This is an optimization exercise on Yosys and OpenROAD, whose aim is small area, a short achievable clock period and few clock cycles per item, not a production implementation.
Where RTL was checked, it was by simulation tests only, not by an equivalence proof against the original.
Power and IR drop assume default switching activity.

Design gate_fit, start of the top module:
module gate_fit (
    input  wire         clk,
    input  wire         rst,
    input  wire         in_valid,
    output wire         in_ready,
    input  wire [31:0]  n,
    input  wire [79:0]  t1,
    input  wire [111:0] t2,
    output wire         out_valid,
    output wire [63:0]  p,
    output wire [63:0]  a,
    output wire [63:0]  f
);
    reg        a_busy;           
    reg [5:0]  s1;               
    reg        a_last;           
    reg        sel;              
    assign in_ready = ~a_busy | a_last;
    wire accept  = in_valid & in_ready;
    wire hand    = a_busy & a_last;          
    wire [5:0] s1_n = accept ? 6'd0 : (a_busy ? s1 + 6'd1 : s1);
    wire       run_n = accept | (a_busy & ~a_last);
    reg fa_0;      
    reg fa_e;      
    reg fa_b;      
    reg fa_11;     
    reg fa_12;     
    reg fa_d;      
    reg fa_17;     
    reg fa_23;     
    reg fa_5;      
    reg fa_32;     
    always @(posedge clk) begin
        if (rst) begin
            a_busy <= 1'b0;
            s1     <= 6'd32;
            a_last <= 1'b0;
            sel    <= 1'b0;
            fa_0 <= 1'b0; fa_e <= 1'b0; fa_b <= 1'b0; fa_11 <= 1'b0; fa_12 <= 1'b0;
            fa_d <= 1'b0; fa_17 <= 1'b0; fa_23 <= 1'b0; fa_5 <= 1'b0; fa_32 <= 1'b0;
        end else begin
            if (accept)
                a_busy <= 1'b1;
            else if (a_last)
                a_busy <= 1'b0;
            s1     <= s1_n;
            a_last <= run_n & (s1_n == 6'd32);
            if (hand)
                sel <= ~sel;
  ...
Size in the first run: roughly 14000 cells after synthesis, about 420 I/O pins.
clock: 10.0 ns
lec_check: 0
cap_margin: 20
core_margin: 2
core_utilization: 50
cts_cluster_diameter: 100
cts_cluster_size: 25
place_density: 0.7
setup_slack_margin: 5
slew_margin: 20
standard.sh (not shown) runs the stock make flow with config.mk's settings and CLKGATE_MAP_FILE= SYNTH_SCRIPT=/design/flow/synth_recipe.tcl, a recipe that flattens the netlist after the stock synthesis.
==> flow/flow/run.sh <==
#!/bin/bash
# The standard layout (the standard.sh, every step unchanged), except that
# the port buffers that global placement inserts on every input and output are
# the platform's smallest buffer, buf_1, instead of the automatically chosen one.
set -euo pipefail
cd "$(dirname "$0")/.."
bash standard.sh "BUFFER_PORTS_ARGS=-buffer_cell sky130_fd_sc_hd__buf_1" finish > standard_make.log 2>&1
Rerun with:
Settings changed: PLACE_DENSITY 0.7 to 0.65.
Effect: The new run produced a clean layout; sequential power hardly moves; global-route usage climbs by 0.41 points; clock-buffer cell count climbs by 3; non-clock buffer count drops by 18; routed wire length climbs by 1.5%; cell area drops by about 0.3%.
No run of this note included a check of the RTL's function; only the layout flow was run.

---

Another version of the RTL of gate_fit (not shown whole).
For scale: roughly 8900 cells after synthesis, about 1500 flip-flops, ~85000 um^2 of cells after synthesis.
make LEC_CHECK=0 CAP_MARGIN=20 CORE_MARGIN=2 CORE_UTILIZATION=50 CTS_BUF_LIST=sky130_fd_sc_hd__clkbuf_8 CTS_CLUSTER_SIZE=30 PLACE_DENSITY=0.65 SETUP_SLACK_MARGIN=5 SLEW_MARGIN=20 finish   # period 10.0 ns
run.sh (not shown) runs the stock make flow with config.mk's settings and CLKGATE_MAP_FILE= SYNTH_SCRIPT=/design/flow/synth_recipe.tcl, a recipe that flattens the netlist after the stock synthesis.
Stock flow here: none of the scripts above is used.
The starting point finished with timing, DRC and antenna clean.
Testbench counts at the start, summed over its fixed seeds: cycles 13,160, items 192.
Then changed:
Settings changed: CTS_BUF_LIST sky130_fd_sc_hd__clkbuf_8 to unset, CTS_CLUSTER_SIZE 30 to unset.
Result: Final area went up by 0.37%. Count of clock-buffer cells in the layout decreases by 95. Clock skew went down by 0.025 ns. Combinational power is about the same.

---

gate_fit, a different RTL version from the one above (not shown whole).
Size: roughly 8,400 cells after synthesis, about 1,400 flip-flops, roughly 0.077 mm^2 of cells after synthesis.
==> flow/config.mk <==
export PLATFORM = sky130hd
export DESIGN_NAME = gate_fit
export DESIGN_NICKNAME = gate_fit
export VERILOG_FILES = /design/flow/design.v
export SDC_FILE = /design/flow/constraint.sdc
export NUM_CORES = 8
export LEC_CHECK = 0
export CAP_MARGIN = 20
export CORE_MARGIN = 2
export CORE_UTILIZATION = 50
export CTS_CLUSTER_DIAMETER = 100
export CTS_CLUSTER_SIZE = 25
export PLACE_DENSITY = 0.65
export SETUP_SLACK_MARGIN = 5
export SLEW_MARGIN = 20
==> flow/constraint.sdc <==
create_clock -name core_clock -period 10.0 [get_ports {clk}]
set_input_delay 2.0000 -clock core_clock [delete_from_list [all_inputs] [get_ports {clk}]]
set_output_delay 2.0000 -clock core_clock [all_outputs]
set_load 0.01 [all_outputs]
standard.sh (not shown) runs the stock make flow with config.mk's settings and CLKGATE_MAP_FILE= SYNTH_SCRIPT=/design/flow/synth_recipe.tcl, a recipe that flattens the netlist after the stock synthesis.
Scripts as last shown in full above: flow/flow/run.sh
Testbench counts at the start, summed over its fixed seeds: cycles 13,160, items 192.
Edit:
==> flow/run.sh (new file) <==
#!/bin/bash
# synth_recipe.tcl (not shown) runs the flow's synth.tcl, then flattens the netlist and writes it again
# the make line also repeats each setting of config.mk as NAME=value (left out here)
make -C /OpenROAD-flow-scripts/flow DESIGN_CONFIG=/design/flow/config.mk WORK_HOME=/design/flow/orfs CLKGATE_MAP_FILE= SYNTH_SCRIPT=/design/flow/synth_recipe.tcl finish
--- a/flow/config.mk
+++ b/flow/config.mk
@@ -7,0 +8 @@
+export ABC_AREA = 1
removed: flow/flow/run.sh
removed: flow/standard.sh
Outcome:
- routed wire length went up by 13%
- synthesized area went up by 12%
- power went up by 7.8%
Edit:
--- a/flow/config.mk
+++ b/flow/config.mk
@@ -8,2 +8 @@
-export ABC_AREA = 1
-export CAP_MARGIN = 20
+export CAP_MARGIN = 5
@@ -16 +15 @@
-export SLEW_MARGIN = 20
+export SLEW_MARGIN = 5
=> The changed run finished with slew limit left. Sequential power hardly moves. Wire length drops by 10%. Area after synthesis drops by 11%. Die area drops by 10%. Setup slack got worse by 0.85 ns. Global-route usage hardly moves. Final cell count drops by 24%. Worst hold slack got worse by 0.021 ns. Total power drops by 5.1%. Via count drops by 19%.
Edit:
--- a/flow/config.mk
+++ b/flow/config.mk
@@ -8 +8 @@
-export CAP_MARGIN = 5
+export CAP_MARGIN = 20
@@ -10 +10 @@
-export CORE_UTILIZATION = 50
+export CORE_UTILIZATION = 60
@@ -13 +13 @@
-export PLACE_DENSITY = 0.65
+export PLACE_DENSITY = 0.75
@@ -15 +15 @@
-export SLEW_MARGIN = 5
+export SLEW_MARGIN = 20
With this change the flow went through all stages and came out clean.
Cell count falls by 3.5%.
Cell area is lower by 0.90%.
Clock-buffer cell count shrinks by 4.
Combinational power hardly moves.
Die area shrinks by 17%.

---

Setup of run A:
gate_fit, a different RTL version from the one above (not shown whole).
For scale: ~14,000 cells after synthesis, ~420 I/O pins.
make LEC_CHECK=0 CAP_MARGIN=20 CORE_MARGIN=2 CORE_UTILIZATION=50 CTS_CLUSTER_DIAMETER=100 CTS_CLUSTER_SIZE=25 PLACE_DENSITY=0.65 SETUP_SLACK_MARGIN=5 SLEW_MARGIN=20 finish   # period 10.0 ns
run.sh (not shown) runs the stock make flow with config.mk's settings and CLKGATE_MAP_FILE= SYNTH_SCRIPT=/design/flow/synth_recipe.tcl, a recipe that flattens the netlist after the stock synthesis.
Stock flow here: none of the scripts above is used.
The flow did not stop early for run A: all stages ran, and the layout cleared the timing, DRC and antenna checks.
Testbench counts of run A, summed over its fixed seeds: cycles 7,096, items 192.
Inputs modified between run A and run B:
==> flow/flow/run.sh (new file) <==
#!/bin/bash
# The standard layout (the standard.sh, every step unchanged), except that
# the port buffers that global placement inserts on every input and output are
# the platform's smallest buffer, buf_1, instead of the automatically chosen one.
set -euo pipefail
cd "$(dirname "$0")/.."
bash standard.sh "BUFFER_PORTS_ARGS=-buffer_cell sky130_fd_sc_hd__buf_1" finish > standard_make.log 2>&1
==> flow/standard.sh (new file) <==
#!/bin/bash
# synth_recipe.tcl (not shown) runs the flow's synth.tcl, then flattens the netlist and writes it again
# the make line also repeats each setting of config.mk as NAME=value (left out here)
make -C /OpenROAD-flow-scripts/flow DESIGN_CONFIG=/design/flow/config.mk WORK_HOME=/design/flow/orfs CLKGATE_MAP_FILE= SYNTH_SCRIPT=/design/flow/synth_recipe.tcl "${@:-finish}"
removed: flow/run.sh
## What came out
- Higher sequential share of layout area goes to run B over run A.
- When run B is measured against run A, its largest driver fanout on the critical path turns out 35 higher.
- For placeable core region, run A and run B come out practically identical.
- Cmp run B and run A / total of clock buffers placed in the layout / higher: run A
- Looking at timing startpoint of the critical path, the fa_17 result is from run A; the u_b1.ov one comes from run B.
- Run B against run A: utilization after layout now smaller; relative contribution of sequential cells to total power increased by 0.6 points relative to the old numbers; final instance area went down about 2.2%.
For run C, these inputs were changed with respect to run B:
- swapping 50 for 45 in CORE_UTILIZATION
- swapping 0.65 for 0.55 in PLACE_DENSITY
==> comparison <==
Run C vs. run B: area taken by multi-input logic gates rose by about 0.4%; global-route usage over all layers fell by 0.49 points; floorplan die area rose by 29,000 um^2; post-placement worst setup slack fell by 140 ps.
Core utilization: run C lower than run B
n_rot[0] as the start point of the critical path was reported by run C, and u_b1.ov by run B.
Maximum frequency | run C below run B

---

== pine ==
gate_fit, a different RTL version from the one above (not shown whole).
For scale: about 14000 cells after synthesis, roughly 2500 flip-flops, about 420 I/O pins.
Settings: LEC_CHECK=0, CAP_MARGIN=20, CORE_MARGIN=2, CORE_UTILIZATION=50, CTS_CLUSTER_DIAMETER=100, CTS_CLUSTER_SIZE=25, PLACE_DENSITY=0.7, SETUP_SLACK_MARGIN=5, SLEW_MARGIN=20; clock period 10.0 ns.
standard.sh (not shown) runs the stock make flow with config.mk's settings and CLKGATE_MAP_FILE= SYNTH_SCRIPT=/design/flow/synth_recipe.tcl, a recipe that flattens the netlist after the stock synthesis.
==> flow/flow/run.sh <==
#!/bin/bash
# The standard layout (the standard.sh, every step unchanged), except that
# the port buffers that global placement inserts on every input and output are
# the platform's smallest buffer, buf_1, instead of the automatically chosen one.
set -euo pipefail
cd "$(dirname "$0")/.."
bash standard.sh "BUFFER_PORTS_ARGS=-buffer_cell sky130_fd_sc_hd__buf_1" finish > standard_make.log 2>&1
Testbench counts of pine, summed over its fixed seeds: cycles 6,968, items 192.
Input changes introduced in cedar (baseline for comparison: pine):
Settings: PLACE_DENSITY: 0.7 -> 0.65.
Compared with pine, in cedar power went up by 0.52 mW; largest buffer count on any clock path was more or less identical; count of fill cells added during filler insertion went down by about 1.6%; final area went up by about 0.3%. Reported for pine and cedar, critical path depth turned out identical to the last digit. cedar ended up with a higher overall routed net length than pine did. Re compound-gate portion of the synthesized area: no difference whatsoever between pine and cedar.

==> re-timing with driven ports <==
The flow's constraints put no driver on any port. The routed layouts listed below were extracted and timed again, unchanged, in two steps. Step 1 assumes that a clkbuf_16 drives the clock port and a buf_2 every other input. Step 2 times the ports against the registers' clock, not the clock port: input delays grow and output delays shrink by t, the midpoint of the rising clock arrivals with the driver on. a / b / c = ideal / step 1 / step 2; a / b = the first two.
| run | t, ns | setup slack, ns | worst data-port slew with drivers (ns) |
|---|---|---|---|
| the first run of note 1 | 0.922 | 4.699 / 4.699 / 4.400 | 0.07 |
| the second run of note 1 | 0.928 | 4.419 / 4.419 / 4.354 | 0.05 |
| the first run of note 2 | 1.103 | 5.078 / 5.078 / 4.640 | 0.08 |
| the second run of note 2 | 0.909 | 5.095 / 5.095 / 4.579 | 0.08 |
| the first run of note 3 | 0.802 | 4.943 / 4.943 / 4.550 | 0.17 |
| the second run of note 3 | 0.823 | 5.045 / 5.048 / 4.225 | 0.15 |
| the third run of note 3 | 0.812 | 4.190 / 4.190 / 4.190 | 0.16 |
| the fourth run of note 3 | 0.810 | 4.878 / 4.878 / 4.465 | 0.17 |
| run A | 0.951 | 4.965 / 4.965 / 4.523 | 0.12 |
| run B | 0.954 | 5.078 / 4.958 / 4.799 | 0.09 |
| run C | 0.966 | 5.040 / 4.997 / 4.920 | 0.06 |
| pine | 0.953 | 5.029 / 4.946 / 4.600 | 0.15 |
| cedar | 0.949 | 5.076 / 4.998 / 4.538 | 0.16 |
The setup slack of the second run of note 3, which loses most, moves by +0.003 ns with the drivers and by -0.820 ns with both steps.
